This is an optimization exercise on Yosys and OpenROAD, whose aim is small area and a short achievable clock period, not a production implementation. RTL that was checked went through simulation tests only; none was proved equivalent to the original. No functional check of the RTL was part of runs 1 and 2. Power and IR drop assume default switching activity.

File: config.mk
export PLATFORM = sky130hd
export DESIGN_NAME = rs108_line_dec
export DESIGN_NICKNAME = rs108_line_dec
export VERILOG_FILES = /design/flow/design.v
export SDC_FILE = /design/flow/constraint.sdc
export NUM_CORES = 4
export LEC_CHECK = 0
export CAP_MARGIN = 20
export CORE_MARGIN = 2
export CORE_UTILIZATION = 60
export CTS_BUF_LIST = sky130_fd_sc_hd__clkbuf_4
export SLEW_MARGIN = 20
File: constraint.sdc
create_clock -name core_clock -period 16.5 [get_ports {clk}]
set_input_delay 3.3000 -clock core_clock [delete_from_list [all_inputs] [get_ports {clk}]]
set_output_delay 3.3000 -clock core_clock [all_outputs]
set_load 0.01 [all_outputs]
File: design.v
module rs108_beat_syn (
    input  wire [39:0] cw,
    input  wire [9:0]  msel,
    output wire [3:0]  s1,
    output wire [9:0]  hit
);
    wire [3:0] s2;
    wire t40 = cw[22] ^ cw[25];
    wire t41 = cw[21] ^ cw[24];
    wire t42 = cw[28] ^ t40;
    wire t43 = cw[19] ^ cw[39];
    wire t44 = cw[13] ^ cw[37];
    wire t45 = cw[23] ^ cw[26];
    wire t46 = cw[10] ^ t43;
    wire t47 = cw[18] ^ cw[38];
    wire t48 = cw[11] ^ cw[17];
    wire t49 = cw[14] ^ cw[20];
    wire t50 = cw[15] ^ t41;
    wire t51 = cw[7] ^ cw[31];
    wire t52 = cw[8] ^ cw[35];
    wire t53 = t46 ^ t51;
    wire t54 = cw[29] ^ t45;
    wire t55 = cw[9] ^ t47;
    wire t56 = cw[36] ^ t42;
    wire t57 = cw[16] ^ t49;
    wire t58 = cw[34] ^ t48;
    wire t59 = cw[32] ^ t52;
    wire t60 = cw[27] ^ cw[30];
    wire t61 = cw[3] ^ cw[12];
    wire t62 = cw[33] ^ cw[35];
    wire t63 = cw[0] ^ t44;
    wire t64 = t50 ^ t61;
    wire t65 = cw[1] ^ t44;
    wire t66 = cw[6] ^ t55;
    wire t67 = t60 ^ t62;
    wire t68 = cw[5] ^ t58;
    wire t69 = t42 ^ t63;
    wire t70 = cw[4] ^ t57;
    wire t71 = t53 ^ t70;
    wire t72 = t50 ^ t59;
    wire t73 = t54 ^ t69;
    wire t74 = t56 ^ t67;
    wire t75 = cw[19] ^ cw[30];
    wire t76 = cw[12] ^ t41;
    wire t77 = cw[6] ^ cw[27];
    wire t78 = cw[33] ^ t40;
    wire t79 = cw[31] ^ cw[37];
    wire t80 = cw[7] ^ cw[20];
    wire t81 = t75 ^ t80;
    wire t82 = cw[2] ^ cw[23];
    wire t83 = cw[22] ^ t48;
    wire t84 = cw[11] ^ cw[24];
    wire t85 = cw[2] ^ t47;
    wire t86 = cw[18] ^ t84;
    wire t87 = cw[39] ^ t49;
    wire t88 = cw[13] ^ t45;
    wire t89 = cw[32] ^ cw[34];
    wire t90 = cw[16] ^ t89;
    wire t91 = t54 ^ t79;
    wire t92 = t55 ^ t76;
    wire t93 = t58 ^ t65;
    wire t94 = t85 ^ t87;
    wire t95 = t65 ^ t81;
    wire t96 = t78 ^ t82;
    wire t97 = t52 ^ t77;
    wire t98 = t57 ^ t86;
    wire t99 = t46 ^ t56;
    wire t100 = t72 ^ t91;
    wire t101 = t43 ^ t64;
    wire t102 = cw[38] ^ t93;
    wire t103 = t64 ^ t68;
    wire t104 = t72 ^ t95;
    wire t105 = t73 ^ t90;
    wire t106 = t71 ^ t96;
    wire t107 = t74 ^ t102;
    wire t108 = t66 ^ t83;
    wire t109 = t68 ^ t94;
    wire t110 = t73 ^ t98;
    wire t111 = t66 ^ t101;
    wire t112 = t104 ^ t108;
    wire t113 = t88 ^ t103;
    wire t114 = t53 ^ t105;
    wire t115 = t74 ^ t111;
    wire t116 = t100 ^ t109;
    wire t117 = t99 ^ t113;
    wire t118 = t71 ^ t107;
    wire t119 = t97 ^ t110;
    wire t120 = t92 ^ t106;
    assign s1[0] = t114;
    assign s1[1] = t118;
    assign s1[2] = t116;
    assign s1[3] = t115;
    assign s2[0] = t119;
    assign s2[1] = t112;
    assign s2[2] = t120;
    assign s2[3] = t117;
    wire [9:0] eq;
    assign eq[0] = ~((s2[0] ^ s1[0]) | (s2[1] ^ s1[1]) | (s2[2] ^ s1[2]) | (s2[3] ^ s1[3]));
    assign eq[1] = ~((s2[0] ^ s1[3]) | (s2[1] ^ s1[0] ^ s1[3]) | (s2[2] ^ s1[1]) | (s2[3] ^ s1[2]));
    assign eq[2] = ~((s2[0] ^ s1[2]) | (s2[1] ^ s1[2] ^ s1[3]) | (s2[2] ^ s1[0] ^ s1[3]) | (s2[3] ^ s1[1]));
    assign eq[3] = ~((s2[0] ^ s1[1]) | (s2[1] ^ s1[1] ^ s1[2]) | (s2[2] ^ s1[2] ^ s1[3]) | (s2[3] ^ s1[0] ^ s1[3]));
    assign eq[4] = ~((s2[0] ^ s1[0] ^ s1[3]) | (s2[1] ^ s1[0] ^ s1[1] ^ s1[3]) | (s2[2] ^ s1[1] ^ s1[2]) | (s2[3] ^ s1[2] ^ s1[3]));
    assign eq[5] = ~((s2[0] ^ s1[2] ^ s1[3]) | (s2[1] ^ s1[0] ^ s1[2]) | (s2[2] ^ s1[0] ^ s1[1] ^ s1[3]) | (s2[3] ^ s1[1] ^ s1[2]));
    assign eq[6] = ~((s2[0] ^ s1[1] ^ s1[2]) | (s2[1] ^ s1[1] ^ s1[3]) | (s2[2] ^ s1[0] ^ s1[2]) | (s2[3] ^ s1[0] ^ s1[1] ^ s1[3]));
    assign eq[7] = ~((s2[0] ^ s1[0] ^ s1[1] ^ s1[3]) | (s2[1] ^ s1[0] ^ s1[2] ^ s1[3]) | (s2[2] ^ s1[1] ^ s1[3]) | (s2[3] ^ s1[0] ^ s1[2]));
    assign eq[8] = ~((s2[0] ^ s1[0] ^ s1[2]) | (s2[1] ^ s1[1] ^ s1[2] ^ s1[3]) | (s2[2] ^ s1[0] ^ s1[2] ^ s1[3]) | (s2[3] ^ s1[1] ^ s1[3]));
    assign eq[9] = ~((s2[0] ^ s1[1] ^ s1[3]) | (s2[1] ^ s1[0] ^ s1[1] ^ s1[2] ^ s1[3]) | (s2[2] ^ s1[1] ^ s1[2] ^ s1[3]) | (s2[3] ^ s1[0] ^ s1[2] ^ s1[3]));
    assign hit = eq & msel;
endmodule
module rs108_beat_dec (
    input  wire [31:0] raw,
    input  wire [3:0]  s1,
    input  wire [9:0]  hit,
    output wire [31:0] data,
    output wire        bad,
    output wire        nz,
    output wire [3:0]  loc
);
    assign loc[0] = hit[1] | hit[3] | hit[5] | hit[7] | hit[9];
    assign loc[1] = hit[2] | hit[3] | hit[6] | hit[7];
    assign loc[2] = hit[4] | hit[5] | hit[6] | hit[7];
    assign loc[3] = hit[8] | hit[9];
    assign bad = ~|hit;
    assign nz  = |s1;
    assign data[0] = raw[0] ^ (hit[0] & (s1[0]));
    assign data[1] = raw[1] ^ (hit[0] & (s1[1]));
    assign data[2] = raw[2] ^ (hit[0] & (s1[2]));
    assign data[3] = raw[3] ^ (hit[0] & (s1[3]));
    assign data[4] = raw[4] ^ (hit[1] & (s1[0] ^ s1[1]));
    assign data[5] = raw[5] ^ (hit[1] & (s1[2]));
    assign data[6] = raw[6] ^ (hit[1] & (s1[3]));
    assign data[7] = raw[7] ^ (hit[1] & (s1[0]));
    assign data[8] = raw[8] ^ (hit[2] & (s1[0] ^ s1[1] ^ s1[2]));
    assign data[9] = raw[9] ^ (hit[2] & (s1[3]));
    assign data[10] = raw[10] ^ (hit[2] & (s1[0]));
    assign data[11] = raw[11] ^ (hit[2] & (s1[0] ^ s1[1]));
    assign data[12] = raw[12] ^ (hit[3] & (s1[0] ^ s1[1] ^ s1[2] ^ s1[3]));
    assign data[13] = raw[13] ^ (hit[3] & (s1[0]));
    assign data[14] = raw[14] ^ (hit[3] & (s1[0] ^ s1[1]));
    assign data[15] = raw[15] ^ (hit[3] & (s1[0] ^ s1[1] ^ s1[2]));
    assign data[16] = raw[16] ^ (hit[4] & (s1[1] ^ s1[2] ^ s1[3]));
    assign data[17] = raw[17] ^ (hit[4] & (s1[0] ^ s1[1]));
    assign data[18] = raw[18] ^ (hit[4] & (s1[0] ^ s1[1] ^ s1[2]));
    assign data[19] = raw[19] ^ (hit[4] & (s1[0] ^ s1[1] ^ s1[2] ^ s1[3]));
    assign data[20] = raw[20] ^ (hit[5] & (s1[0] ^ s1[2] ^ s1[3]));
    assign data[21] = raw[21] ^ (hit[5] & (s1[0] ^ s1[1] ^ s1[2]));
    assign data[22] = raw[22] ^ (hit[5] & (s1[0] ^ s1[1] ^ s1[2] ^ s1[3]));
    assign data[23] = raw[23] ^ (hit[5] & (s1[1] ^ s1[2] ^ s1[3]));
    assign data[24] = raw[24] ^ (hit[6] & (s1[1] ^ s1[3]));
    assign data[25] = raw[25] ^ (hit[6] & (s1[0] ^ s1[1] ^ s1[2] ^ s1[3]));
    assign data[26] = raw[26] ^ (hit[6] & (s1[1] ^ s1[2] ^ s1[3]));
    assign data[27] = raw[27] ^ (hit[6] & (s1[0] ^ s1[2] ^ s1[3]));
    assign data[28] = raw[28] ^ (hit[7] & (s1[0] ^ s1[2]));
    assign data[29] = raw[29] ^ (hit[7] & (s1[1] ^ s1[2] ^ s1[3]));
    assign data[30] = raw[30] ^ (hit[7] & (s1[0] ^ s1[2] ^ s1[3]));
    assign data[31] = raw[31] ^ (hit[7] & (s1[1] ^ s1[3]));
endmodule
module rs108_line_dec (
    input  wire         clk,
    input  wire         rst,
    input  wire         in_valid,
    input  wire [319:0] in_data,
    input  wire         in_mark_en,
    input  wire [3:0]   in_mark_dev,
    input  wire         in_retry_en,
    input  wire         in_reread,
    output reg          out_valid,
    output reg          out_last,
    output reg  [255:0] out_data,
    output reg  [2:0]   out_kind,
    output reg  [3:0]   out_dev,
    output reg  [3:0]   out_beat
);
    reg       second_q;
    reg       mark_en_q;
    reg [3:0] mark_dev_q;
    reg       retry_en_q;
    reg       reread_q;
    reg [255:0] raw_q;
    reg [31:0]  s1_q;
    reg [79:0]  hit_q;
    wire       mark_en  = second_q ? mark_en_q  : in_mark_en;
    wire [3:0] mark_dev = second_q ? mark_dev_q : in_mark_dev;
    wire [9:0] msel;
    genvar g;
    generate
        for (g = 0; g < 10; g = g + 1) begin : sel
            assign msel[g] = ~mark_en | (mark_dev == g);
        end
    endgenerate
    reg       wbad_q;
    reg [2:0] wbadb_q;
    reg       wnz_q;
    reg [2:0] wnzb_q;
    reg [3:0] wloc_q;
    wire [31:0] s1;
    wire [79:0] hit;
    generate
        for (g = 0; g < 8; g = g + 1) begin : sy
            rs108_beat_syn u_syn (
                .cw   (in_data[40*g +: 40]),
                .msel (msel),
                .s1   (s1[4*g +: 4]),
                .hit  (hit[10*g +: 10])
            );
        end
    endgenerate
    always @(posedge clk) begin
        if (rst) begin
            second_q  <= 1'b0;
            out_valid <= 1'b0;
        end else begin
            out_valid <= in_valid;
            if (in_valid)
                second_q <= ~second_q;
        end
        if (in_valid && !second_q) begin
            mark_en_q  <= in_mark_en;
            mark_dev_q <= in_mark_dev;
            retry_en_q <= in_retry_en;
            reread_q   <= in_reread;
        end
        out_last <= second_q;
        s1_q     <= s1;
        hit_q    <= hit;
    end
    generate
        for (g = 0; g < 8; g = g + 1) begin : rw
            always @(posedge clk) raw_q[32*g +: 32] <= in_data[40*g +: 32];
        end
    endgenerate
    wire [255:0] dec_data;
    wire [7:0]   bad, nz;
    wire [31:0]  loc;
    generate
        for (g = 0; g < 8; g = g + 1) begin : beat
            rs108_beat_dec u_dec (
                .raw  (raw_q[32*g +: 32]),
                .s1   (s1_q[4*g +: 4]),
                .hit  (hit_q[10*g +: 10]),
                .data (dec_data[32*g +: 32]),
                .bad  (bad[g]),
                .nz   (nz[g]),
                .loc  (loc[4*g +: 4])
            );
        end
    endgenerate
    reg [3:0] floc;
    reg       seen;
    integer k;
    always @* begin
        floc = 4'd0;
        seen = 1'b0;
        for (k = 0; k < 8; k = k + 1) begin
            if (nz[k] && !seen) floc = floc | loc[4*k +: 4];
            seen = seen | nz[k];
        end
    end
    function [2:0] first;
        input [7:0] v;
        integer n;
        begin
            first = 3'd0;
            for (n = 7; n >= 0; n = n - 1)
                if (v[n]) first = n;
        end
    endfunction
    always @(posedge clk) begin
        if (out_valid && !out_last) begin
            wbad_q  <= |bad;
            wbadb_q <= first(bad);
            wnz_q   <= |nz;
            wnzb_q  <= first(nz);
            wloc_q  <= floc;
        end
    end
    wire hbad = |bad;
    wire hnz  = |nz;
    wire lbad = wbad_q | hbad;
    always @* begin
        out_data = dec_data;
        if (mark_en_q) begin
            if (lbad)
                out_kind = (retry_en_q && !reread_q) ? 3'd4 : 3'd5;
            else
                out_kind = reread_q ? 3'd3 : 3'd2;
            out_dev = mark_dev_q;
        end else begin
            if (lbad)
                out_kind = 3'd5;
            else if (wnz_q || hnz)
                out_kind = 3'd1;
            else
                out_kind = 3'd0;
            if (lbad)
                out_dev = 4'hf;
            else if (wnz_q)
                out_dev = wloc_q;
            else if (hnz)
                out_dev = floc;
            else
                out_dev = 4'hf;
        end
        if (wbad_q)
            out_beat = {1'b0, wbadb_q};
        else if (hbad)
            out_beat = {1'b1, first(bad)};
        else if (mark_en_q)
            out_beat = 4'd0;
        else if (wnz_q)
            out_beat = {1'b0, wnzb_q};
        else if (hnz)
            out_beat = {1'b1, first(nz)};
        else
            out_beat = 4'd0;
    end
endmodule
File: flow/run.sh
#!/bin/bash
# Layout flow: the standard ORFS flow (standard.sh), with every input and
# output port buffered by a sky130_fd_sc_hd__buf_2 instead of the default
# port buffer cell. make's full output goes to make.log here; ORFS keeps each
# step's log under orfs/logs/.
set -euo pipefail
bash standard.sh "BUFFER_PORTS_ARGS=-buffer_cell sky130_fd_sc_hd__buf_2" finish > make.log 2>&1
File: standard.sh
#!/bin/bash
# synth_recipe.tcl (not shown) runs the flow's synth.tcl, then flattens the netlist and writes it again
# the make line also repeats each setting of config.mk as NAME=value (left out here)
make -C /OpenROAD-flow-scripts/flow DESIGN_CONFIG=/design/flow/config.mk WORK_HOME=/design/flow/orfs CLKGATE_MAP_FILE= SYNTH_SCRIPT=/design/flow/synth_recipe.tcl "${@:-finish}"
==> summary.txt, run 1 <==
Critical path
  • Crit-path leading delay family: simple AND/OR/NAND/NOR gates
  • Critical path peak fanout: 11
  • Crit-path cells: inv_1 -> ha_1 -> nor3b_1 -> nand2_1 -> nor2_1 -> nand2_1 -> o22ai_1 -> a211o_1 -> o22ai_1 -> a22oi_1 -> buf_2
  • Slowest cell on the critical path: nor3b_1
  • Crit Path Class: flop to primary output
  • Worst path max stage delay: 910 ps
  • Worst path required time: 13200 ps
  • Crit path capture type: primary output
  • CP Launch Type: flop
  • Critical Path AT: slightly below 4000 ps
  • CP bufs+invs: 2

Placement
  • Cell Count Post-Placement: 3535
  • Placed Area: around 28000 um^2
  • IO buf count: ~600
  • Hpwl dp: about 58000 um
  • Final Wtd Congestion: between 0.9 and 1

Clock tree
  • Clk latency of the worst-skew pair: 850 ps
  • # clock sinks: about 400
  • Hold-fix buffers, CTS: 0
  • Clock root buffer: clkbuf_4
  • CTS tree: done
  • Num CTS Buffers: around 110
  • CTS HTree Levels: 3
  • CTS resizes: 0
  • Largest buffer count on any clock path: 3
  • Post-CTS setup buffer count: 0
  • Clock-pin slew on the worst setup and hold paths: about 60 ps

Detailed routing
  • Vias: about 20000
  • DR DRC count: 0
  • Final antenna-violating net count: 0
  • 1st-iter DRT viols: about 1700
  • Vias per cell: 5.45
  • Total routed wirelength: roughly 74000 um
  • Drt pass-1 iters: 6
  • Post-DR wirelength/cell: 19.8 um

Synthesis
  • Net Count, Synth: about 2800
  • Synth Area per Inst: 10.1 um^2
  • Post-synthesis sequential area ratio: 0.324
  • Synth Register Bits: 390
  • Ys Warns: 1
  • Most common cell in the netlist: xnor2_1
  • Top FF cell, synth: dfxtp_1
  • Yosys top cell area share: 0.301
  • Async set or reset register ratio after synthesis: 0
  • Synthesized instance count: about 2500
  • Count of different cell masters after synthesis: 72
  • Synth top area cells: dfxtp_1, xnor2_1, xnor3_1, xor2_1, nand2_1
  • Yosys top cell by area: dfxtp_1
  • Most common library cells after synthesis: xnor2_1, dfxtp_1, nand2_1
  • Post-synth EDFFs: 19
  • Synthesized cell area: between 20000 and 25000 um^2

Floorplan
  • DIE HEIGHT: just over 200 um
  • Rows: 74
  • Die ar.: between 40000 and 50000 um^2
  • Initial Util: 0.606
  • Die W: 207 um
  • # IOs: 599
  • Core box area: between 40000 and 50000 um^2

Global routing
  • First-pass GRT wire length: approximately 110000 um
  • Antenna violations before repair: 11
  • Congestion Overflow GR: 0
  • Largest net degree at the start of global routing: 21
  • GRT Overall Usage: 0.333
  • Vias in the first global route: between 20000 and 25000

Outcome
  • Run status: finished clean

Timing
  • Slew HR: 0.238
  • Minimum clock period: just over 7000 ps
  • Final setup TNS: 0 ps
  • Slew at the pin with the worst max-slew slack: approximately 1100 ps
  • Setup violators final: 0
  • Hold_ws: 629 ps
  • Tcrit/Tclk final: 0.436
  • Clock skew: about 52 ps
  • Fin. max-slew vios: 0
  • RSZ-0062 raised after global routing: no
  • Final Hold Fails: 0
  • Fmax: roughly 140 MHz

Final layout
  • Final Cell Area: 29600 um^2
  • Synth-to-Final Area Change: 19.8%
  • Nets@finish: between 3000 and 4000
  • Layout cells sized above 1: 0.260
  • Post-Layout Cell Count: 3726

Power and ir drop
  • Leak: about 13 nW
  • Maximum vdd ir drop: roughly 0.00012 V
  • Power per cell area: 237 nW/um^2

Job
  • Max Cap Viol: 0

Min path
  • Worst hold path type: flop to flop
==> path summary, 6_finish.rpt <==
path / slack [ps] / start / cells after the start / end
worst max-delay path: 9310 / s1_q[16]$_DFF_P_ / 11 / out_dev[3]
worst min register to register: 630 / out_last$_DFF_P_ / 1 / wloc_q[1]$_DFFE_PP_
worst max register to register: 13800 / s1_q[16]$_DFF_P_ / 8 / wloc_q[3]$_DFFE_PP_
worst min-delay path: 630 / out_last$_DFF_P_ / 1 / wloc_q[1]$_DFFE_PP_
==> through the flow <==
step / power, W / worst slack, ps / utilization
floorplan: 0.00501 / 10550 / -
global placement: 0.00597 / 9640 / 0.693
detailed placement: 0.00608 / 9540 / 0.693
CTS: 0.00697 / 9320 / 0.725
global route: 0.00754 / 9090 / 0.726
finish: 0.00702 / 9310 / 0.726
==> layout by cell type, fill, tap and decap left out, types with 19 or more instances in the layout <==
master,count
buf_2,598
nand2_1,312
dfxtp_1,371
or3_1,44
clkinv_1,21
edfxtp_1,19
a21oi_1,23
nand3_1,67
a221oi_1,20
xnor2_1,657
xor2_1,204
nor2_1,93
o21ai_0,27
nor4_1,31
inv_1,46
nor3_1,41
clkbuf_4,157
xnor3_1,125
a211oi_1,23
==> state kept, by name (all words and copies together) (netlist names), 3 cells and up <==
signal / flops
wbadb_q: 3
s1_q: 32
mark_dev_q: 4
wnzb_q: 3
raw_q: 256
wloc_q: 4
hit_q: 80
==> power breakdown <==
| group | switching, W | internal, W |
|---|---|---|
| clock | 0.000411 | 0.000446 |
| sequential | 0.000211 | 0.00109 |
| combinational | 0.00284 | 0.00202 |
==> per-layer routing <==
layer / track usage / wire, um / vias up
li1: - / - / 9589
met1: 0.412 / 29700 / 9687
met2: 0.561 / 35800 / 862
met3: 0.0730 / 5700 / 158
met4: 0.142 / 2480 / 4
met5: 0 / 29 / -
==> final cells by class <==
class | instances | area, um^2
diodes | 8 | 20.0
clock buffers | 157 | 1180
clock inverters | 26 | 130
fillers | 3188 | 11200
inverters | 50 | 188
multi-input cells | 1956 | 16300
flip-flops and latches | 390 | 8000
well taps | 532 | 666
repair buffers | 607 | 3060
==> kinds of logic (layout without fill, tap and decap cells) <==
logic type	after synthesis	after routing	share of synthesized area
and+or+nand+nor	703	703	0.134
DFF	390	390	0.324
AOI/OAI and AO/OA	189	189	0.0540
adders and majority gates	8	8	0.00405
xor gates and xnor gates	1032	1032	0.457
buffers and inverters	108	840	0.0171
other	0	8	0
muxes	24	24	0.0104
==> inputs of run 2 (changes only) <==
--- a/config.mk
+++ b/config.mk
@@ -9,4 +9,3 @@
 export CORE_MARGIN = 2
 export CORE_UTILIZATION = 60
-export CTS_BUF_LIST = sky130_fd_sc_hd__clkbuf_4
 export SLEW_MARGIN = 20
==> run 2 against run 1 <==
- still clean
- register-to-register slack got worse by 30 ps
- sequential cell count did not move
- synthesized cell count did not move
- clock power rose by 18%
- final area rose by 0.55%
- critical path type unchanged
- largest cell class unchanged
- highest routed layer unchanged
==> summary.txt, run 2 <==
Outcome
  • Run status: finished clean

Synthesis
  • Count of different cell masters after synthesis: 72 (unchanged)
  • Synth top area cells: dfxtp_1, xnor2_1, xnor3_1, xor2_1, nand2_1
  • Synthesized cell area: 24700 um^2 (unchanged)
  • Synth Register Bits: 390 (unchanged)
  • Synth Area in Adders: 0.00405 (unchanged)
  • Xor/xnor cell area share of the yosys netlist: 0.457 (unchanged)
  • Async set or reset register ratio after synthesis: 0 (unchanged)
  • Synth Area in Compound Gates: 0.0540 (unchanged)
  • Mux cell area share after synthesis: 0.0104 (unchanged)
  • Post-synth EDFFs: 19 (unchanged)
  • Top FF cell, synth: dfxtp_1
  • Most common library cells after synthesis: xnor2_1, dfxtp_1, nand2_1
  • Yosys top cell area share: 0.301 (unchanged)
  • Simple-gate share of the synthesized area: 0.134 (unchanged)
  • Net Count, Synth: 2792 (unchanged)
  • Post-synthesis sequential area ratio: 0.324 (unchanged)
  • Synth Area per Inst: 10.1 um^2 (unchanged)
  • Most common cell in the netlist: xnor2_1
  • Main combinational cell family by area after synthesis: XOR/XNOR gates
  • Yosys top cell by area: dfxtp_1
  • Ys Warns: 1 (unchanged)
  • Synthesized instance count: 2454 (unchanged)

Detailed routing
  • Total routed wirelength: 73600 um (-0.15%)
  • Post-DR wirelength/cell: 20.3 um (+2.8%)
  • Final antenna-violating net count: 0 (unchanged)
  • DR DRC count: 0 (unchanged)
  • 1st-iter DRT viols: 1656 (-5.3%)
  • Vias per cell: 5.50 (+1.0%)
  • Drt pass-1 iters: 6 (unchanged)
  • Vias: 19900 (-1.9%)

Critical path
  • Crit path capture type: primary output
  • Critical Path AT: 3590 ps (-300 ps)
  • Launching point of the worst reg2reg path: s1_q[16]$_DFF_P_
  • Reg2reg path depth: 7 (-1)
  • R2R Setup Slk: 13770 ps (-30 ps)
  • RR Endpoint: wloc_q[1]$_DFFE_PP_
  • Worst path max stage delay: 890 ps (-20 ps)
  • Crit-path cells: inv_1 -> ha_1 -> nor3b_1 -> nand2_1 -> nor2_1 -> nand2_1 -> o22ai_1 -> a211o_1 -> o22ai_1 -> a22oi_1 -> buf_2
  • Worst path required time: 13200 ps (about the same)
  • CP Launch Type: flop
  • Critical path peak fanout: 11 (unchanged)
  • Slowest cell on the critical path: nor3b_1
  • Crit Path Class: flop to primary output

Clock tree
  • CTS resizes: 0 (unchanged)
  • Hold-fix buffers, CTS: 0 (unchanged)
  • Largest buffer count on any clock path: 3 (unchanged)
  • Clock root buffer: clkbuf_16
  • CTS tree: done
  • Num CTS Buffers: 44 (-58%)
  • Clk latency of the worst-skew pair: 590 ps (-260 ps)
  • Clock-pin slew on the worst setup and hold paths: 60 ps (about the same)
  • Post-CTS setup buffer count: 0 (unchanged)
  • # clock sinks: 390 (unchanged)
  • CTS HTree Levels: 2 (-1)

Global routing
  • Congestion Overflow GR: 0 (unchanged)
  • Antenna violations before repair: 11 (unchanged)
  • Largest net degree at the start of global routing: 21 (unchanged)
  • GRT Overall Usage: 0.331 (-0.00234)
  • Vias in the first global route: 19600 (-2.2%)
  • First-pass GRT wire length: 108000 um (-0.60%)

Power and ir drop
  • Leak: 12.8 nW (-0.47%)
  • Seq pwr share: 0.182 (-0.004)
  • Combinational share of power: 0.678 (-0.014)
  • P_int: 0.00371 W (+4.3%)
  • Total power: 0.00717 W (+2.2%)
  • Power per cell area: 241 nW/um^2 (+1.6%)
  • Net Sw Frac: 0.483 (-0.0105)
  • Clock Power Share: 0.140 (+0.018)
  • Net Switching: 0.00346 W (about the same)
  • Maximum vdd ir drop: 0.000130 V (+6.0%)

Timing
  • Tcrit/Tclk final: 0.418 (-0.0184)
  • Slew at the pin with the worst max-slew slack: 1120 ps (-16.7 ps)
  • Fmax: 145 MHz (+4.4%)
  • RSZ-0062 raised after global routing: no
  • Setup violators final: 0 (unchanged)
  • Final setup TNS: 0 ps (unchanged)
  • Minimum clock period: 6890 ps (-303 ps)
  • Final Hold Fails: 0 (unchanged)
  • Clock skew: 10.3 ps (-42.1 ps)
  • Slew HR: 0.249 (+0.0111)
  • Fin. max-slew vios: 0 (unchanged)

Final layout
  • Top reg by flops: raw_q
  • Most frequent cells in the layout: xnor2_1, buf_2, dfxtp_1
  • Synth-to-Final Area Change: 20.4%
  • Filler Cells Inserted: 3126 (-1.9%)
  • Layout cells sized above 1: 0.238 (-0.0215)
  • Max FFs per register: 256 (unchanged)
  • Nets@finish: 3387 (-1.8%)
  • Biggest regs: raw_q x256, hit_q x80, s1_q x32
  • Commonest non-fill, non-tap cell in the layout: xnor2_1

Min path
  • Hold Path End: out_last$_DFF_P_
  • Worst hold path type: flop to flop
  • Min-Delay Path Depth: 0 (-1)
  • Source of the worst hold timing path: second_q$_SDFFE_PP0P_

Floorplan
  • # IOs: 599 (unchanged)
  • Core box area: 40700 um^2 (unchanged)
  • Die ar.: 42800 um^2 (unchanged)
  • Die W: 207 um (unchanged)
  • DIE HEIGHT: 207 um (unchanged)
  • Rows: 74 (unchanged)
  • Initial Util: 0.606 (unchanged)

Placement
  • Final Wtd Congestion: 0.922 (unchanged)
  • IO buf count: 598 (unchanged)
  • Hpwl dp: 57600 um (unchanged)

Job
  • Max Cap Viol: 0 (unchanged)
-- run 2: per-stage QoR --
stage	util	cell area [um^2]	hold slack [ps]	setup WS (ps)	std cells
after CTS	0.729	29700	587	9660	3611
final	0.730	29700	614	9610	3619
after floorplan	-	24700	387	10550	2454
after detailed placement	0.693	28200	583	9540	3535
after global placement	0.693	28200	570	9640	3535
after global routing	0.730	29700	640	9400	3616
-- run 2: metal layers --
metal  part of all wire  wire, um  vias up  GRT usage
li1                   -         -     9416          -
met1               0.41     30100     9587      0.414
met2               0.49     35800      746      0.564
met3              0.069      5110      162     0.0633
met4              0.034      2530        4      0.129
met5            0.00034        25        -          0
-- run 2: final cells by class --
class                   count  area [um^2]  area share
inverters                  50          188     0.00631
well taps                 532          666      0.0224
clock inverters            14          159     0.00534
diodes                      8         20.0    0.000673
flip-flops and latches    390         8000       0.269
repair buffers            607         3060       0.103
clock buffers              62         1310      0.0441
multi-input cells        1956        16300       0.550
-- run 2: how the worst max path moves through the flow --
stage / depth (start not counted) / endpoint / slack (ps) / startpoint
2_1_floorplan: 8 / hit_q[39]$_DFF_P_ / 10550 / in_data[146]
3_3_place_gp: 10 / hit_q[16]$_DFF_P_ / 9640 / in_data[64]
3_5_place_dp: 10 / hit_q[16]$_DFF_P_ / 9540 / in_data[64]
4_1_cts: 11 / out_dev[3] / 9660 / s1_q[20]$_DFF_P_
5_1_grt: 11 / out_dev[3] / 9400 / s1_q[20]$_DFF_P_
6_report: 11 / out_dev[3] / 9610 / s1_q[16]$_DFF_P_
-- run 2: logic make-up (layout without fill, tap and decap cells) --
family / Yosys count / after routing
XOR/XNOR: 1032 / 1032
AND/OR/NAND/NOR: 703 / 703
flip-flops: 390 / 390
AO/OA/AOI/OAI: 189 / 189
buffers and inverters: 108 / 733
multiplexers: 24 / 24
adder cells (fa/ha/maj): 8 / 8
other: 0 / 8
-- run 2: power groups by stage --
| stage | clock network [W] | logic, W | registers (W) |
|---|---|---|---|
| global route | 0.00106 | 0.00529 | 0.00132 |
| global placement | 0 | 0.00466 | 0.00132 |
| detailed placement | 0 | 0.00476 | 0.00132 |
| CTS | 0.00102 | 0.00479 | 0.00130 |
| finish | 0.00101 | 0.00486 | 0.00130 |
| floorplan | 0 | 0.00382 | 0.00119 |
-- run 2: critical path, delay by kind of cell, from the launching register on --
kind                     cells  cell delay, ps
AND/OR/NAND/NOR              4            1480
flip-flops                   1             380
buffers and inverters        2             290
adder cells (fa/ha/maj)      1             130
AO/OA/AOI/OAI                4             700
==> inputs of run 3 (changes only) <==
--- a/design.v
+++ b/design.v
@@ -114,5 +114,4 @@
     output wire [31:0] data,
     output wire        bad,
-    output wire        nz,
     output wire [3:0]  loc
 );
@@ -122,5 +121,4 @@
     assign loc[3] = hit[8] | hit[9];
     assign bad = ~|hit;
-    assign nz  = |s1;
     assign data[0] = raw[0] ^ (hit[0] & (s1[0]));
     assign data[1] = raw[1] ^ (hit[0] & (s1[1]));
@@ -180,4 +178,5 @@
     reg [31:0]  s1_q;
     reg [79:0]  hit_q;
+    reg [7:0]   nz_q;
     wire       mark_en  = second_q ? mark_en_q  : in_mark_en;
     wire [3:0] mark_dev = second_q ? mark_dev_q : in_mark_dev;
@@ -196,4 +195,5 @@
     wire [31:0] s1;
     wire [79:0] hit;
+    wire [7:0]  nz_in;
     generate
         for (g = 0; g < 8; g = g + 1) begin : sy
@@ -204,4 +204,5 @@
                 .hit  (hit[10*g +: 10])
             );
+            assign nz_in[g] = |s1[4*g +: 4];
         end
     endgenerate
@@ -224,4 +225,5 @@
         s1_q     <= s1;
         hit_q    <= hit;
+        nz_q     <= nz_in;
     end
     generate
@@ -231,5 +233,6 @@
     endgenerate
     wire [255:0] dec_data;
-    wire [7:0]   bad, nz;
+    wire [7:0]   bad;
+    wire [7:0]   nz = nz_q;
     wire [31:0]  loc;
     generate
@@ -241,5 +244,4 @@
                 .data (dec_data[32*g +: 32]),
                 .bad  (bad[g]),
-                .nz   (nz[g]),
                 .loc  (loc[4*g +: 4])
             );
==> run 3 against run 2 <==
- count of clock-buffer cells in the layout stayed put
- core utilization is 0.052 points lower
- die area is 0.77% lower
==> summary.txt, run 3 <==
Synthesis
  • Net Count, Synth: 2808 (+0.57%)
  • Most common library cells after synthesis: xnor2_1, dfxtp_1, nand2_1
  • Most common cell in the netlist: xnor2_1
  • Synth top area cells: dfxtp_1, xnor2_1, xor2_1, xnor3_1, nand2_1
  • Ys Warns: 1 (unchanged)
  • Post-synth EDFFs: 19 (unchanged)
  • Synth Area per Inst: 9.89 um^2 (-1.7%)
  • Count of different cell masters after synthesis: 71 (-1.4%)
  • Synthesized cell area: 24500 um^2 (-0.79%)
  • Top FF cell, synth: dfxtp_1
  • Async set or reset register ratio after synthesis: 0 (unchanged)
  • Yosys top cell by area: dfxtp_1
  • Synth Register Bits: 398 (+2.1%)
  • Post-synthesis sequential area ratio: 0.333 (+0.00910)
  • Yosys top cell area share: 0.310 (+0.00892)
  • Synthesized instance count: 2478 (+0.98%)

Placement
  • Final Wtd Congestion: 0.966 (+4.8%)
  • Cell Count Post-Placement: 3555 (+0.57%)
  • Placed Area: 28000 um^2 (-0.84%)
  • Hpwl dp: 56500 um (-1.9%)
  • IO buf count: 598 (unchanged)

Job
  • Max Cap Viol: 0 (unchanged)

Critical path
  • Crit path capture type: primary output
  • Crit-path cells: nor4_1 -> nand3_1 -> nand2_1 -> or2_2 -> nand2b_1 -> nor2_1 -> inv_1 -> nor2_1 -> a22oi_1 -> buf_2
  • CP bufs+invs: 2 (unchanged)
  • Cell mode on critical path: nor2_1
  • Slowest cell on the critical path: nor4_1
  • Critical path peak fanout: 6 (-5)
  • Worst path required time: 13200 ps (about the same)
  • Worst path max stage delay: 730 ps (-160 ps)
  • Crit-path leading delay family: simple AND/OR/NAND/NOR gates
  • Critical Path AT: 3190 ps (-400 ps)
  • Crit Path Class: flop to primary output
  • CP Launch Type: flop
  • WP depth: 10 (-1)
  • Reg2reg path depth: 5 (-2)

Detailed routing
  • 1st-iter DRT viols: 1519 (-8.3%)
  • Drt pass-1 iters: 6 (unchanged)
  • Met1 WL: 29100 um (-3.3%)
  • Final antenna-violating net count: 0 (unchanged)
  • Met2 WL: 35600 um (-0.43%)
  • DR DRC count: 0 (unchanged)
  • Post-DR wirelength/cell: 19.8 um (-2.5%)
  • Total routed wirelength: 72200 um (-1.9%)
  • Vias per cell: 5.42 (-1.5%)
  • Vias: 19700 (-0.91%)
  • DR top layer: met5
  • Met3 wire length: 5080 um (-0.57%)

Timing
  • Slew HR: 0.257 (+0.00780)
  • Hold_ws: 615 ps (+0.199 ps)
  • Minimum clock period: 6490 ps (-396 ps)
  • Final setup TNS: 0 ps (unchanged)
  • Setup violators final: 0 (unchanged)
  • Tcrit/Tclk final: 0.394 (-0.0240)
  • Fin. max-slew vios: 0 (unchanged)
  • Clock skew: 17.3 ps (+7.00 ps)
  • RSZ-0062 raised after global routing: no
  • Fmax: 154 MHz (+6.1%)
  • Slew at the pin with the worst max-slew slack: 1110 ps (-17.2 ps)
  • Final Hold Fails: 0 (unchanged)

Clock tree
  • Clock-pin slew on the worst setup and hold paths: 60 ps (about the same)
  • Post-CTS setup buffer count: 0 (unchanged)
  • CTS HTree Levels: 2 (unchanged)
  • Clock root buffer: clkbuf_16
  • # clock sinks: 398 (+2.1%)
  • Num CTS Buffers: 44 (unchanged)
  • CTS tree: done
  • Clk latency of the worst-skew pair: 580 ps (about the same)
  • CTS resizes: 0 (unchanged)
  • Largest buffer count on any clock path: 3 (unchanged)
  • Hold-fix buffers, CTS: 0 (unchanged)

Global routing
  • Antenna violations before repair: 9 (-2)
  • Vias in the first global route: 19400 (-1.0%)
  • Largest net degree at the start of global routing: 22 (+4.8%)
  • First-pass GRT wire length: 107000 um (-0.97%)
  • Congestion Overflow GR: 0 (unchanged)
  • GRT Overall Usage: 0.327 (-0.00351)

Power and ir drop
  • Leak: 12.2 nW (-4.6%)
  • Power per cell area: 240 nW/um^2 (-0.39%)
  • Maximum vdd ir drop: 0.000154 V (+19%)

Final layout
  • Filler Cells Inserted: 3183 (+1.8%)
  • Post-Layout Cell Count: 3640 (+0.58%)
  • Layout cells sized above 1: 0.247 (+0.00855)
  • Biggest regs: raw_q x256, hit_q x80, s1_q x32
  • Final Cell Area: 29600 um^2 (-0.53%)
  • Most frequent cells in the layout: xnor2_1, buf_2, dfxtp_1
  • Nets@finish: 3399 (+0.35%)
  • Top reg by flops: raw_q
  • Commonest non-fill, non-tap cell in the layout: xnor2_1
  • Synth-to-Final Area Change: 20.8%
  • Max FFs per register: 256 (unchanged)

Outcome
  • Run status: finished clean

Floorplan
  • Die W: 206 um (-0.39%)
  • DIE HEIGHT: 206 um (-0.39%)
  • Die ar.: 42500 um^2 (-0.77%)
  • # IOs: 599 (unchanged)
  • Rows: 74 (unchanged)
  • Core box area: 40600 um^2 (-0.45%)
  • Initial Util: 0.604 (-0.00201)

Min path
  • Min-Delay Path Depth: 0 (unchanged)
  • Worst hold path type: flop to flop
-- run 3: changes by cell type after synthesis, sizes merged, moves of 13 or more --
cell | previous run | this run
inv | 48 | 31
nand3 | 67 | 52
or4 | 13 | 26
xnor2 | 678 | 780
xnor3 | 126 | 77
xor2 | 209 | 232
-- run 3: cell families after synthesis --
logic type,synth area share
buffers and inverters,0.0152
XOR/XNOR,0.458
multiplexers,0.00919
AO/OA/AOI/OAI,0.0529
flip-flops,0.333
AND/OR/NAND/NOR,0.132
-- run 3: report_power, final --
part           internal, W  switching, W  total [W]  leakage [nW]
registers          0.00111      0.000191    0.00130          3.35
logic              0.00196       0.00281    0.00476          8.13
clock network     0.000625      0.000417    0.00104         0.763
total              0.00369       0.00342    0.00711          12.2
-- run 3: path summary, 6_finish.rpt --
path | startpoint | end | slack [ps]
max | hit_q[15]$_DFF_P_ | out_dev[2] | 10010
min | second_q$_SDFFE_PP0P_ | out_last$_DFF_P_ | 610
max reg2reg | second_q$_SDFFE_PP0P_ | hit_q[2]$_DFF_P_ | 13850
min reg2reg | second_q$_SDFFE_PP0P_ | out_last$_DFF_P_ | 610
-- run 3: metrics by stage --
step | util | total power, W | worst slack [ps]
finish | 0.730 | 0.00711 | 10010
global route | 0.730 | 0.00760 | 9890
CTS | 0.728 | 0.00704 | 10050
detailed placement | 0.691 | 0.00597 | 9520
global placement | 0.691 | 0.00585 | 9690
floorplan | - | 0.00498 | 10530
-- run 3: metal layers --
layer | track usage | vias to the layer above
li1 | - | 9399
met1 | 0.402 | 9423
met2 | 0.573 | 761
met3 | 0.0658 | 145
met4 | 0.107 | 6
met5 | 0 | -
-- run 3: final cells by class --
cell class,instances,area (um^2),share of cell area
Tap cell,532,666,0.0225
Multi-Input combinational cell,1986,16000,0.542
Clock inverter,17,203,0.00685
Inverter,33,126,0.00427
Timing Repair Buffer,606,3050,0.103
Sequential cell,398,8160,0.276
Antenna cell,6,15.0,0.000507
Clock buffer,62,1330,0.0450
==> inputs of run 4 (changes only) <==
==> flow/run.sh (replaced) <==
#!/bin/bash
set -euo pipefail
bash standard.sh "BUFFER_PORTS_ARGS=-buffer_cell sky130_fd_sc_hd__buf_2" \
  "SETUP_SLACK_MARGIN=11.5" finish > make.log 2>&1
==> run 4 against run 3 <==
- the flow now stops in 5_1_grt
- synthesized cell count unchanged
- synthesized area unchanged
==> summary.txt, run 4 <==
Placement
  • IO buf count: 598 (unchanged)
  • Placed Area: 29800 um^2 (+6.3%)
  • Final Wtd Congestion: 0.924 (-4.4%)
  • Hpwl dp: 57600 um (+1.9%)

Timing
  • Worst EP Category: primary output
  • Post-GRT worst EP: out_dev[2]

Floorplan
  • Die W: 206 um (unchanged)
  • Rows: 74 (unchanged)
  • # IOs: 599 (unchanged)
  • DIE HEIGHT: 206 um (unchanged)
  • Initial Util: 0.604 (unchanged)

Synthesis
  • Most common cell in the netlist: xnor2_1
  • Async set or reset register ratio after synthesis: 0 (unchanged)
  • Synth top area cells: dfxtp_1, xnor2_1, xor2_1, xnor3_1, nand2_1
  • Most common library cells after synthesis: xnor2_1, dfxtp_1, nand2_1
  • Top FF cell, synth: dfxtp_1
  • Synthesized instance count: 2478 (unchanged)
  • Synth Register Bits: 398 (unchanged)
  • Synth Area per Inst: 9.89 um^2 (unchanged)
  • Yosys top cell area share: 0.310 (unchanged)
  • Post-synthesis sequential area ratio: 0.333 (unchanged)
  • Count of different cell masters after synthesis: 71 (unchanged)
  • Yosys top cell by area: dfxtp_1
  • Post-synth EDFFs: 19 (unchanged)
  • Net Count, Synth: 2808 (unchanged)
  • Ys Warns: 1 (unchanged)
  • Synthesized cell area: 24500 um^2 (unchanged)

Outcome
  • Failed at: 5_1_grt
  • Run status: did not finish
  • Err: [ERROR DPL-0038] Utilization greater than 100%, impossible to legalize

Clock tree
  • Hold-fix buffers, CTS: 0 (unchanged)
  • Num CTS Buffers: 44 (unchanged)
  • Clock root buffer: clkbuf_16
  • Largest buffer count on any clock path: 3 (unchanged)
  • CTS HTree Levels: 2 (unchanged)
  • # clock sinks: 398 (unchanged)

Global routing
  • Largest net degree at the start of global routing: 21
## run 4: cell counts after synthesis
No cell type changed its count.
## run 4: power by group through the flow
stage	clock network, W	registers [W]	logic (W)
3_3_place_gp	0	0.00132	0.00500
3_5_place_dp	0	0.00132	0.00513
2_1_floorplan	0	0.00120	0.00433
4_1_cts	0.00104	0.00136	0.00766
## run 4: worst min path at each step
stage | start | to | slack [ps] | cells after the start
after CTS | second_q$_SDFFE_PP0P_ | out_last$_DFF_P_ | 630 | 0
after detailed placement | second_q$_SDFFE_PP0P_ | out_last$_DFF_P_ | 620 | 0
after global placement | second_q$_SDFFE_PP0P_ | out_last$_DFF_P_ | 600 | 0
after floorplan | second_q$_SDFFE_PP0P_ | out_last$_DFF_P_ | 410 | 0
## run 4: kinds of logic after synthesis
group / synth area share
AOI/OAI and AO/OA: 0.0529
xor gates and xnor gates: 0.458
buffers and inverters: 0.0152
DFF: 0.333
muxes: 0.00919
and+or+nand+nor: 0.132
## run 4: repair_timing
action	in CTS
gates resized for setup	757
pin swaps	297
buffers inserted	304
setup endpoints to repair	266
gates cloned	3
## run 4: metrics by stage
step                      utilization  instances  setup slack, ps
after CTS                       0.942       3935            10460
after detailed placement        0.734       3549             9970
after global placement          0.734       3549            10040
after floorplan                     -       2478            10750
==> inputs of run 5 (changes only) <==
==> flow/run.sh (replaced) <==
#!/bin/bash
set -euo pipefail
bash standard.sh "BUFFER_PORTS_ARGS=-buffer_cell sky130_fd_sc_hd__buf_2" \
  "SETUP_SLACK_MARGIN=10.5" finish > make.log 2>&1
==> run 5 against run 4 <==
- synthesized area unchanged
- now clean on timing, DRC and antenna
- synthesized cell count unchanged
==> summary.txt, run 5 <==
Outcome
  • Run status: finished clean

Detailed routing
  • Post-DR wirelength/cell: roughly 20 um
  • Total routed wirelength: between 70000 and 80000 um
  • Vias: a little under 20000
  • Vias per cell: around 5.4
  • Final antenna-violating net count: 0
  • 1st-iter DRT viols: roughly 1500
  • Drt pass-1 iters: 5
  • DR DRC count: 0

Synthesis
  • Synth top area cells: dfxtp_1, xnor2_1, xor2_1, xnor3_1, nand2_1
  • Synth Register Bits: 398 (unchanged)
  • Synthesized instance count: 2478 (unchanged)
  • Most common library cells after synthesis: xnor2_1, dfxtp_1, nand2_1
  • Synth Area per Inst: 9.89 um^2 (unchanged)
  • Ys Warns: 1 (unchanged)
  • Yosys top cell by area: dfxtp_1
  • Net Count, Synth: 2808 (unchanged)
  • Top FF cell, synth: dfxtp_1
  • Post-synthesis sequential area ratio: 0.333 (unchanged)
  • Synthesized cell area: 24500 um^2 (unchanged)
  • Post-synth EDFFs: 19 (unchanged)
  • Count of different cell masters after synthesis: 71 (unchanged)
  • Yosys top cell area share: 0.310 (unchanged)
  • Most common cell in the netlist: xnor2_1
  • Async set or reset register ratio after synthesis: 0 (unchanged)

Final layout
  • Post-Layout Cell Count: 3650
  • Filler Cells Inserted: ~3100
  • Most frequent cells in the layout: xnor2_1, buf_2, dfxtp_1
  • Synth-to-Final Area Change: 23.4%
  • Biggest regs: raw_q x256, hit_q x80, s1_q x32
  • Max FFs per register: approximately 260
  • Final Cell Area: roughly 30000 um^2
  • Nets@finish: approximately 3400
  • Commonest non-fill, non-tap cell in the layout: xnor2_1
  • Top reg by flops: raw_q
  • Layout cells sized above 1: 0.273

Critical path
  • Critical Path AT: roughly 2800 ps
  • CP Launch Type: flop
  • Critical path peak fanout: 6
  • Crit Path Class: flop to primary output
  • Worst path required time: ~13000 ps
  • Crit path capture type: primary output

Floorplan
  • Core box area: around 41000 um^2
  • Die ar.: 42500 um^2
  • DIE HEIGHT: 206 um (unchanged)
  • Die W: 206 um (unchanged)
  • # IOs: 599 (unchanged)
  • Initial Util: 0.604 (unchanged)
  • Rows: 74 (unchanged)

Timing
  • Slew at the pin with the worst max-slew slack: 1020 ps
  • Slew HR: 0.322
  • Final setup TNS: 0 ps
  • Fmax: 164 MHz
  • Setup violators final: 0
  • Fin. max-slew vios: 0
  • Clock skew: about 19 ps
  • Final Hold Fails: 0
  • Tcrit/Tclk final: 0.370
  • Minimum clock period: approximately 6000 ps
  • RSZ-0062 raised after global routing: yes

Placement
  • Hpwl dp: 56500 um (-1.9%)
  • Placed Area: 28000 um^2 (-5.9%)
  • IO buf count: 598 (unchanged)
  • Final Wtd Congestion: 0.966 (+4.6%)
  • Cell Count Post-Placement: 3555 (+0.17%)

Global routing
  • Largest net degree at the start of global routing: 22
  • First-pass GRT wire length: between 100000 and 150000 um
  • GRT Overall Usage: 0.329
  • Antenna violations before repair: 10
  • Congestion Overflow GR: 0
  • Vias in the first global route: slightly below 20000

Clock tree
  • Clock-pin slew on the worst setup and hold paths: 60 ps
  • Largest buffer count on any clock path: 3 (unchanged)
  • # clock sinks: 398 (unchanged)
  • CTS tree: done
  • Num CTS Buffers: 44 (unchanged)
  • Clk latency of the worst-skew pair: 580 ps
  • Clock root buffer: clkbuf_16
  • CTS HTree Levels: 2 (unchanged)

Power and ir drop
  • Total power: about 0.0073 W
  • Leak: about 12 nW
  • Power per cell area: between 200 and 250 nW/um^2
  • Maximum vdd ir drop: 0.000153 V

Min path
  • Worst hold path type: flop to flop

Job
  • Max Cap Viol: 0
[run 5: cell counts after synthesis]
Identical to the previous run, type by type.
[run 5: cells by family (layout without fill, tap and decap cells)]
logic type,after synthesis,count (layout),share of synthesized area
DFF,398,398,0.333
AOI/OAI and AO/OA,192,192,0.0529
buffers and inverters,94,728,0.0152
and+or+nand+nor,677,677,0.132
muxes,21,21,0.00919
xor gates and xnor gates,1096,1096,0.458
other,0,6,0
[run 5: cell type report]
type                    count  area, um^2  share of cell area
inverters                  33         130             0.00430
clock inverters            17         203             0.00671
repair buffers            616        3140               0.104
clock buffers              62        1330              0.0440
multi-input cells        1986       16600               0.548
diodes                      6        15.0            0.000497
flip-flops and latches    398        8190               0.271
well taps                 532         666              0.0220
[run 5: stage by stage]
step | utilization | setup slack [ps] | hold slack (ps)
final | 0.745 | 10390 | 618
after global routing | 0.745 | 10310 | 639
after CTS | 0.733 | 10280 | 592
after detailed placement | 0.691 | 9520 | 584
after global placement | 0.691 | 9690 | 564
after floorplan | - | 10530 | 405
[run 5: final timing paths]
kind | start | to | slack [ps] | depth (start not counted)
setup / recovery | hit_q[63]$_DFF_P_ | out_dev[0] | 10390 | 10
hold / removal | second_q$_SDFFE_PP0P_ | out_last$_DFF_P_ | 620 | 0
setup reg to reg | second_q$_SDFFE_PP0P_ | hit_q[2]$_DFF_P_ | 13910 | 5
hold reg to reg | second_q$_SDFFE_PP0P_ | out_last$_DFF_P_ | 620 | 0
[run 5: metal layers]
layer,vias up,track usage,share of wire
li1,9394,-,-
met1,9410,0.402,0.40
met2,784,0.577,0.50
met3,138,0.0676,0.070
met4,8,0.106,0.030
met5,-,0,0.00077
[run 5: worst max-delay path: stages (launching register included)]
cell	delay [ps]
dfxtp_1	460
nor4_4	360
nand3_2	160
o31ai_4	320
nor2_1	170
nand2b_4	140
nor2_4	50
inv_1	130
nor2_2	80
a22oi_1	160
buf_2	210
[run 5: timing repair]
item                                    in CTS  in global routing
resized for setup                           36                 68
endpoints found under the setup margin      50                 58
hold buffers                                 0                  0
hold endpoints to repair                     0                  0
pin swaps                                    1                  4
setup buffers                                0                 10
[run 5: where the power goes]
part	internal, W	total [W]	switching (W)
sequential	0.00111	0.00132	0.000209
combinational	0.00205	0.00491	0.00286
clock	0.000625	0.00104	0.000417
total	0.00379	0.00727	0.00349
==> inputs of run 6 (changes only) <==
--- a/config.mk
+++ b/config.mk
@@ -8,4 +8,4 @@
 export CAP_MARGIN = 20
 export CORE_MARGIN = 2
-export CORE_UTILIZATION = 60
+export CORE_UTILIZATION = 70
 export SLEW_MARGIN = 20
==> run 6 against run 5 <==
- highest routed layer unchanged
- count of clock-buffer cells in the layout is 5 lower
- clock skew is 0.50 ps higher
- final area is 0.32% higher
==> summary.txt, run 6 <==
Power and ir drop
  • Maximum vdd ir drop: 0.000156 V (+2.2%)
  • Power per cell area: 248 nW/um^2 (+2.9%)
  • Leak: 12.5 nW (+0.68%)

Detailed routing
  • Total routed wirelength: 81700 um (+12%)
  • Vias per cell: 6.01 (+11%)
  • Drt pass-1 iters: 7 (+2)
  • DR DRC count: 0 (unchanged)
  • Vias: 21600 (+9.3%)
  • Post-DR wirelength/cell: 22.7 um (+14%)
  • Final antenna-violating net count: 0 (unchanged)
  • 1st-iter DRT viols: 2350 (+54%)

Timing
  • Final setup TNS: 0 ps (unchanged)
  • RSZ-0062 raised after global routing: yes
  • Minimum clock period: 6040 ps (-63.4 ps)
  • Final Hold Fails: 0 (unchanged)
  • Hold_ws: 621 ps (+3.70 ps)
  • Slew HR: 0.253 (-0.0688)
  • Fin. max-slew vios: 0 (unchanged)
  • Setup slack after layout: 10460 ps (+63.4 ps)
  • Tcrit/Tclk final: 0.366 (-0.00384)
  • Fmax: 165 MHz (+1.0%)
  • Setup violators final: 0 (unchanged)
  • Clock skew: 19.6 ps (+0.504 ps)
  • Slew at the pin with the worst max-slew slack: 1090 ps (+72.1 ps)

Critical path
  • Crit path capture type: primary output
  • Crit Path Class: flop to primary output
  • Worst path required time: 13200 ps (about the same)
  • Critical path peak fanout: 5 (-1)
  • CP Launch Type: flop
  • Critical Path AT: 2740 ps (-70 ps)

Job
  • Max Cap Viol: 0 (unchanged)

Synthesis
  • Yosys top cell by area: dfxtp_1
  • Post-synthesis sequential area ratio: 0.333 (unchanged)
  • Most common library cells after synthesis: xnor2_1, dfxtp_1, nand2_1
  • Synth top area cells: dfxtp_1, xnor2_1, xor2_1, xnor3_1, nand2_1
  • Synthesized cell area: 24500 um^2 (unchanged)
  • Yosys top cell area share: 0.310 (unchanged)
  • Post-synth EDFFs: 19 (unchanged)
  • Most common cell in the netlist: xnor2_1
  • Count of different cell masters after synthesis: 71 (unchanged)
  • Ys Warns: 1 (unchanged)
  • Async set or reset register ratio after synthesis: 0 (unchanged)
  • Synth Register Bits: 398 (unchanged)
  • Synth Area per Inst: 9.89 um^2 (unchanged)
  • Synthesized instance count: 2478 (unchanged)
  • Top FF cell, synth: dfxtp_1
  • Net Count, Synth: 2808 (unchanged)

Placement
  • Final Wtd Congestion: 0.970 (+0.33%)
  • Hpwl dp: 57000 um (+0.80%)
  • IO buf count: 598 (unchanged)
  • Pre-CTS setup slack: 9580 ps (+60.2 ps)
  • Placed Area: 27900 um^2 (-0.37%)
  • Cell Count Post-Placement: 3477 (-2.2%)

Floorplan
  • Core box area: 34500 um^2 (-15%)
  • Die W: 191 um (-7.3%)
  • Rows: 68 (-8.1%)
  • Die ar.: 36500 um^2 (-14%)
  • # IOs: 599 (unchanged)
  • Initial Util: 0.709 (+0.105)
  • DIE HEIGHT: 191 um (-7.3%)

Global routing
  • Antenna violations before repair: 13 (+3)
  • Vias in the first global route: 21300 (+9.5%)
  • Largest net degree at the start of global routing: 22 (unchanged)
  • Congestion Overflow GR: 0 (unchanged)
  • First-pass GRT wire length: 116000 um (+8.2%)
  • GRT Overall Usage: 0.413 (+0.0842)

Clock tree
  • CTS HTree Levels: 2 (unchanged)
  • CTS tree: done
  • # clock sinks: 398 (unchanged)
  • Hold-fix buffers, CTS: 0 (unchanged)
  • Num CTS Buffers: 44 (unchanged)
  • Clk latency of the worst-skew pair: 580 ps (about the same)
  • Clock root buffer: clkbuf_16
  • Clock-pin slew on the worst setup and hold paths: 60 ps (about the same)
  • Largest buffer count on any clock path: 3 (unchanged)

Min path
  • Worst hold path type: flop to flop

Final layout
  • Commonest non-fill, non-tap cell in the layout: xnor2_1
  • Nets@finish: 3423 (+0.41%)
  • Biggest regs: raw_q x256, hit_q x80, s1_q x32
  • Layout cells sized above 1: 0.284 (+0.0115)
  • Top reg by flops: raw_q
  • Max FFs per register: 256 (unchanged)
  • Synth-to-Final Area Change: 23.8%
  • Post-Layout Cell Count: 3592 (-1.6%)
  • Most frequent cells in the layout: xnor2_1, buf_2, dfxtp_1
  • Final Cell Area: 30300 um^2 (+0.32%)

Outcome
  • Run status: finished clean
run 6: cell families (layout without fill, tap and decap cells):
group	after synthesis	in the layout	synth area share
muxes	21	21	0.00919
other	0	14	0
and+or+nand+nor	677	677	0.132
DFF	398	398	0.333
AOI/OAI and AO/OA	192	192	0.0529
xor gates and xnor gates	1096	1096	0.458
buffers and inverters	94	739	0.0152
run 6: final cells by class:
class                      instances  area, um^2
clock inverter                    19         183
inverter                          33         126
clock buffer                      57        1260
fill                            1762        4220
tap                              455         569
timing repair buffer             630        3250
sequential                       398        8210
antenna                           14        35.0
multi-input combinational       1986       16700
run 6: per-layer routing:
metal	routed length, um	vias up	GRT usage	part of all wire
li1	-	9442	-	-
met5	30	-	0	0.00037
met1	28700	10300	0.480	0.35
met4	4950	4	0.228	0.061
met2	40500	1436	0.718	0.50
met3	7460	367	0.0760	0.091
run 6: what timing repair did:
| action | CTS | global route |
|---|---|---|
| setup endpoints to repair | 47 | 67 |
| pin swaps | 4 | 11 |
| setup buffers | 7 | 18 |
| cloned | 0 | 0 |
| resized for setup | 69 | 77 |
run 6: worst paths after layout:
| path | from | to | slack (ps) | cells after the start |
|---|---|---|---|---|
| worst max-delay path | hit_q[35]$_DFF_P_ | out_kind[0] | 10460 | 10 |
| worst min-delay path | second_q$_SDFFE_PP0P_ | out_last$_DFF_P_ | 620 | 0 |
| worst max register to register | second_q$_SDFFE_PP0P_ | hit_q[71]$_DFF_P_ | 13540 | 3 |
| worst min register to register | second_q$_SDFFE_PP0P_ | out_last$_DFF_P_ | 620 | 0 |
run 6: report_power, final:
group          leakage, nW  switching [W]  total [W]  internal, W
clock network        0.721       0.000420    0.00100     0.000584
logic                 8.45        0.00307    0.00517      0.00210
registers             3.36       0.000220    0.00133      0.00111
run 6: metrics by stage:
step | total power (W) | util
finish | 0.00751 | 0.878
global route | 0.00790 | 0.877
CTS | 0.00709 | 0.859
detailed placement | 0.00599 | 0.808
global placement | 0.00580 | 0.808
floorplan | 0.00498 | -
run 6: worst max-delay path, cell delays in order (launching register included):
cell      delay [ps]
dfxtp_4          340
or4_1            540
and3b_2          270
or2_2            130
or2_4            120
nand2b_4         150
nor2_4            50
nor2_2           120
nor2_1            80
a21oi_1          190
buf_4            180
==> inputs of run 7 (changes only) <==
==> flow/run.sh (replaced) <==
#!/bin/bash
set -euo pipefail
bash standard.sh "BUFFER_PORTS_ARGS=-buffer_cell sky130_fd_sc_hd__buf_1" \
  "SETUP_SLACK_MARGIN=10.5" finish > make.log 2>&1
--- a/config.mk
+++ b/config.mk
@@ -8,4 +8,4 @@
 export CAP_MARGIN = 20
 export CORE_MARGIN = 2
-export CORE_UTILIZATION = 70
+export CORE_UTILIZATION = 60
 export SLEW_MARGIN = 20
==> run 7 against run 6 <==
- still clean on timing, DRC and antenna
- sequential cell count did not move
- worst setup slack worse by 35 ps
- first-iteration DRC count decreased by 33%
==> summary.txt, run 7 <==
Floorplan
  • Rows: 74 (+8.8%)
  • Die ar.: 42500 um^2 (+16%)
  • Initial Util: 0.604 (-0.105)
  • Die W: 206 um (+7.8%)
  • Core box area: 40600 um^2 (+17%)
  • # IOs: 599 (unchanged)
  • DIE HEIGHT: 206 um (+7.8%)

Critical path
  • CP Launch Type: flop
  • RR Endpoint: hit_q[2]$_DFF_P_
  • Critical Path AT: 2780 ps (+40 ps)
  • R2R Setup Slk: 13800 ps (+260 ps)
  • Crit-path cells: or4_4 -> and3b_2 -> or2_4 -> or2_4 -> nand2b_4 -> nor2_4 -> buf_4 -> nor2_1 -> nor2_1 -> a21oi_1 -> buf_1
  • Slowest cell on the critical path: or4_4
  • Worst path max stage delay: 530 ps (about the same)
  • Reg2reg path depth: 4 (+1)
  • Crit Path Class: flop to primary output
  • Launching point of the worst reg2reg path: mark_en_q$_DFFE_PP_
  • Worst path required time: 13200 ps (about the same)
  • Critical path peak fanout: 3 (-2)
  • Crit path capture type: primary output

Min path
  • Hold Path End: out_last$_DFF_P_
  • Worst hold path type: flop to flop
  • Source of the worst hold timing path: second_q$_SDFFE_PP0P_
  • Min-Delay Path Depth: 0 (unchanged)

Global routing
  • GRT Overall Usage: 0.324 (-0.0884)
  • Antenna violations before repair: 6 (-7)
  • First-pass GRT wire length: 106000 um (-8.7%)
  • Congestion Overflow GR: 0 (unchanged)
  • Largest net degree at the start of global routing: 21 (-4.5%)
  • Vias in the first global route: 19200 (-9.9%)

Final layout
  • Biggest regs: raw_q x256, hit_q x80, s1_q x32
  • Register Area: 8240 um^2 (+0.32%)
  • Final core occ: 0.735 (-0.143)
  • Multi-input logic area: 16800 um^2 (+0.58%)
  • Most frequent cells in the layout: xnor2_1, buf_1, dfxtp_1
  • Synth-to-Final Area Change: 21.6%
  • Final Cell Area: 29800 um^2 (-1.7%)
  • Top reg by flops: raw_q
  • Layout cells sized above 1: 0.102 (-0.182)
  • Commonest non-fill, non-tap cell in the layout: xnor2_1
  • Filler Cells Inserted: 3150 (+79%)
  • Nets@finish: 3431 (+0.23%)
  • Max FFs per register: 256 (unchanged)

Synthesis
  • Synth Register Bits: 398 (unchanged)
  • Yosys top cell area share: 0.310 (unchanged)
  • Post-synth EDFFs: 19 (unchanged)
  • Post-synthesis sequential area ratio: 0.333 (unchanged)
  • Async set or reset register ratio after synthesis: 0 (unchanged)
  • Yosys top cell by area: dfxtp_1
  • Synthesized instance count: 2478 (unchanged)
  • Most common library cells after synthesis: xnor2_1, dfxtp_1, nand2_1
  • Ys Warns: 1 (unchanged)
  • Net Count, Synth: 2808 (unchanged)
  • Synth Area per Inst: 9.89 um^2 (unchanged)
  • Top FF cell, synth: dfxtp_1
  • Synthesized cell area: 24500 um^2 (unchanged)
  • Most common cell in the netlist: xnor2_1
  • Synth top area cells: dfxtp_1, xnor2_1, xor2_1, xnor3_1, nand2_1
  • Count of different cell masters after synthesis: 71 (unchanged)

Timing
  • Tcrit/Tclk final: 0.368 (+0.00210)
  • Setup violators final: 0 (unchanged)
  • RSZ-0062 raised after global routing: yes
  • Final setup TNS: 0 ps (unchanged)
  • Fin. max-slew vios: 0 (unchanged)
  • Minimum clock period: 6080 ps (+34.6 ps)
  • Final Hold Fails: 0 (unchanged)
  • Slew HR: 0.278 (+0.0250)
  • Setup slack after layout: 10420 ps (-34.6 ps)
  • Fmax: 164 MHz (-0.57%)
  • Slew at the pin with the worst max-slew slack: 1080 ps (-8.56 ps)
  • Clock skew: 20.1 ps (+0.475 ps)

Detailed routing
  • Post-DR wirelength/cell: 19.7 um (-14%)
  • Total routed wirelength: 72100 um (-12%)
  • Vias: 19800 (-8.2%)
  • 1st-iter DRT viols: 1584 (-33%)
  • Drt pass-1 iters: 8 (+1)
  • Final antenna-violating net count: 0 (unchanged)
  • Vias per cell: 5.41 (-10%)
  • DR DRC count: 0 (unchanged)

Power and ir drop
  • Maximum vdd ir drop: 0.000144 V (-8.1%)
  • Leak: 11.0 nW (-13%)
  • Total power: 0.00725 W (-3.4%)
  • Power per cell area: 243 nW/um^2 (-1.7%)

Placement
  • Final Wtd Congestion: 0.935 (-3.6%)
  • Pre-CTS setup slack: 9660 ps (+81.6 ps)
  • Placed Area: 27300 um^2 (-2.2%)
  • Hpwl dp: 56000 um (-1.8%)
  • IO buf count: 598 (unchanged)

Clock tree
  • # clock sinks: 398 (unchanged)
  • Clock-pin slew on the worst setup and hold paths: 60 ps (about the same)
  • CTS HTree Levels: 2 (unchanged)
  • CTS tree: done
  • Clk latency of the worst-skew pair: 580 ps (about the same)
  • Num CTS Buffers: 45 (+2.3%)
  • Largest buffer count on any clock path: 3 (unchanged)
  • Clock root buffer: clkbuf_16

Outcome
  • Run status: finished clean

Job
  • Max Cap Viol: 0 (unchanged)
run 7: timing repair:
action	CTS	global route
hold buffers	0	0
endpoints found under the hold margin	0	0
setup buffers	7	21
pin swaps	6	17
resized for setup	97	90
setup endpoints to repair	49	63
gates cloned	0	0
run 7: how the worst max path moves through the flow:
| stage | from | end | cells past startpoint |
|---|---|---|---|
| 3_5_place_dp | in_data[131] | hit_q[36]$_DFF_P_ | 9 |
| 6_report | hit_q[35]$_DFF_P_ | out_kind[0] | 11 |
| 4_1_cts | hit_q[35]$_DFF_P_ | out_kind[0] | 11 |
| 3_3_place_gp | in_data[131] | hit_q[36]$_DFF_P_ | 9 |
| 2_1_floorplan | in_data[35] | hit_q[9]$_DFF_P_ | 9 |
| 5_1_grt | hit_q[61]$_DFF_P_ | out_kind[0] | 11 |
run 7: cells by family (layout without fill, tap and decap cells):
kind of cell	Yosys count	after routing	share of synthesized area
AO/OA/AOI/OAI	192	192	0.0529
XOR/XNOR	1096	1096	0.458
buffers and inverters	94	747	0.0152
flip-flops	398	398	0.333
multiplexers	21	21	0.00919
other	0	2	0
AND/OR/NAND/NOR	677	677	0.132
run 7: per-stage QoR:
stage | hold WS (ps) | std cells
3_3_place_gp | 574 | 3558
6_report | 627 | 3665
5_1_grt | 641 | 3664
4_1_cts | 600 | 3642
2_1_floorplan | 405 | 2478
3_5_place_dp | 594 | 3558
run 7: report_power, final:
part / total [W] / switching [W] / internal (W)
Sequential: 0.00133 / 0.000214 / 0.00112
Clock: 0.000969 / 0.000403 / 0.000566
Combinational: 0.00495 / 0.00287 / 0.00208
run 7: layer usage:
layer	wire [um]	track usage	share of wire	vias to the layer above
li1	-	-	-	9437
met1	29500	0.407	0.41	9457
met2	35400	0.560	0.49	753
met3	4820	0.0577	0.067	155
met4	2350	0.117	0.033	8
met5	63	0	0.00087	-
run 7: area by class of cell:
class / instances / share of cell area
antenna: 2 / 0.000168
clock inverter: 8 / 0.00231
sequential: 398 / 0.276
multi-input combinational: 1986 / 0.563
clock buffer: 69 / 0.0445
timing repair buffer: 637 / 0.0863
inverter: 33 / 0.00458
tap: 532 / 0.0223
run 7: worst max-delay path: cells and delay by family (launching register included):
kind	cells	cell delay, ps
simple gates	8	1370
compound gates	1	130
flops	1	340
buf+inv	2	380

[afterwards: timing with drivers on the ports]
The results above use ideal ports. As a check the final layouts listed here were re-extracted and re-timed, cells and wires unchanged.
Step 1, drivers: a clkbuf_16 drives clk and a buf_2 each remaining input, both assumed.
Step 2 adds t to the input delays and takes it off the output delays; t is the mean of the earliest and latest rising clock arrival at the registers after step 1. Input paths then give back, and output paths get back, about the clock's delay inside the block.
Slacks: ideal ports / drivers / drivers and shift; pairs: ideal ports / drivers.
| run | t (ns) | setup WS [ns] | hold WS [ns] | worst slew at a driven data input, ns |
|---|---|---|---|---|
| run 1 | 0.881 | 9.308 / 9.250 / 9.459 | 0.629 / 0.629 / 0.629 | 0.11 |
| run 2 | 0.640 | 9.611 / 9.552 / 9.441 | 0.614 / 0.614 / 0.614 | 0.10 |
| run 3 | 0.629 | 10.007 / 9.949 / 9.630 | 0.615 / 0.615 / 0.615 | 0.11 |
| run 5 | 0.627 | 10.392 / 10.333 / 9.937 | 0.618 / 0.618 / 0.618 | 0.11 |
| run 6 | 0.625 | 10.455 / 10.396 / 9.920 | 0.621 / 0.621 / 0.621 | 0.16 |
| run 7 | 0.625 | 10.421 / 10.362 / 10.020 | 0.627 / 0.627 / 0.627 | 0.10 |
After both steps setup and hold are still met in every run listed. For run 6, which loses most, drivers alone change the setup slack by -0.059 ns; drivers and shift together by -0.535 ns.
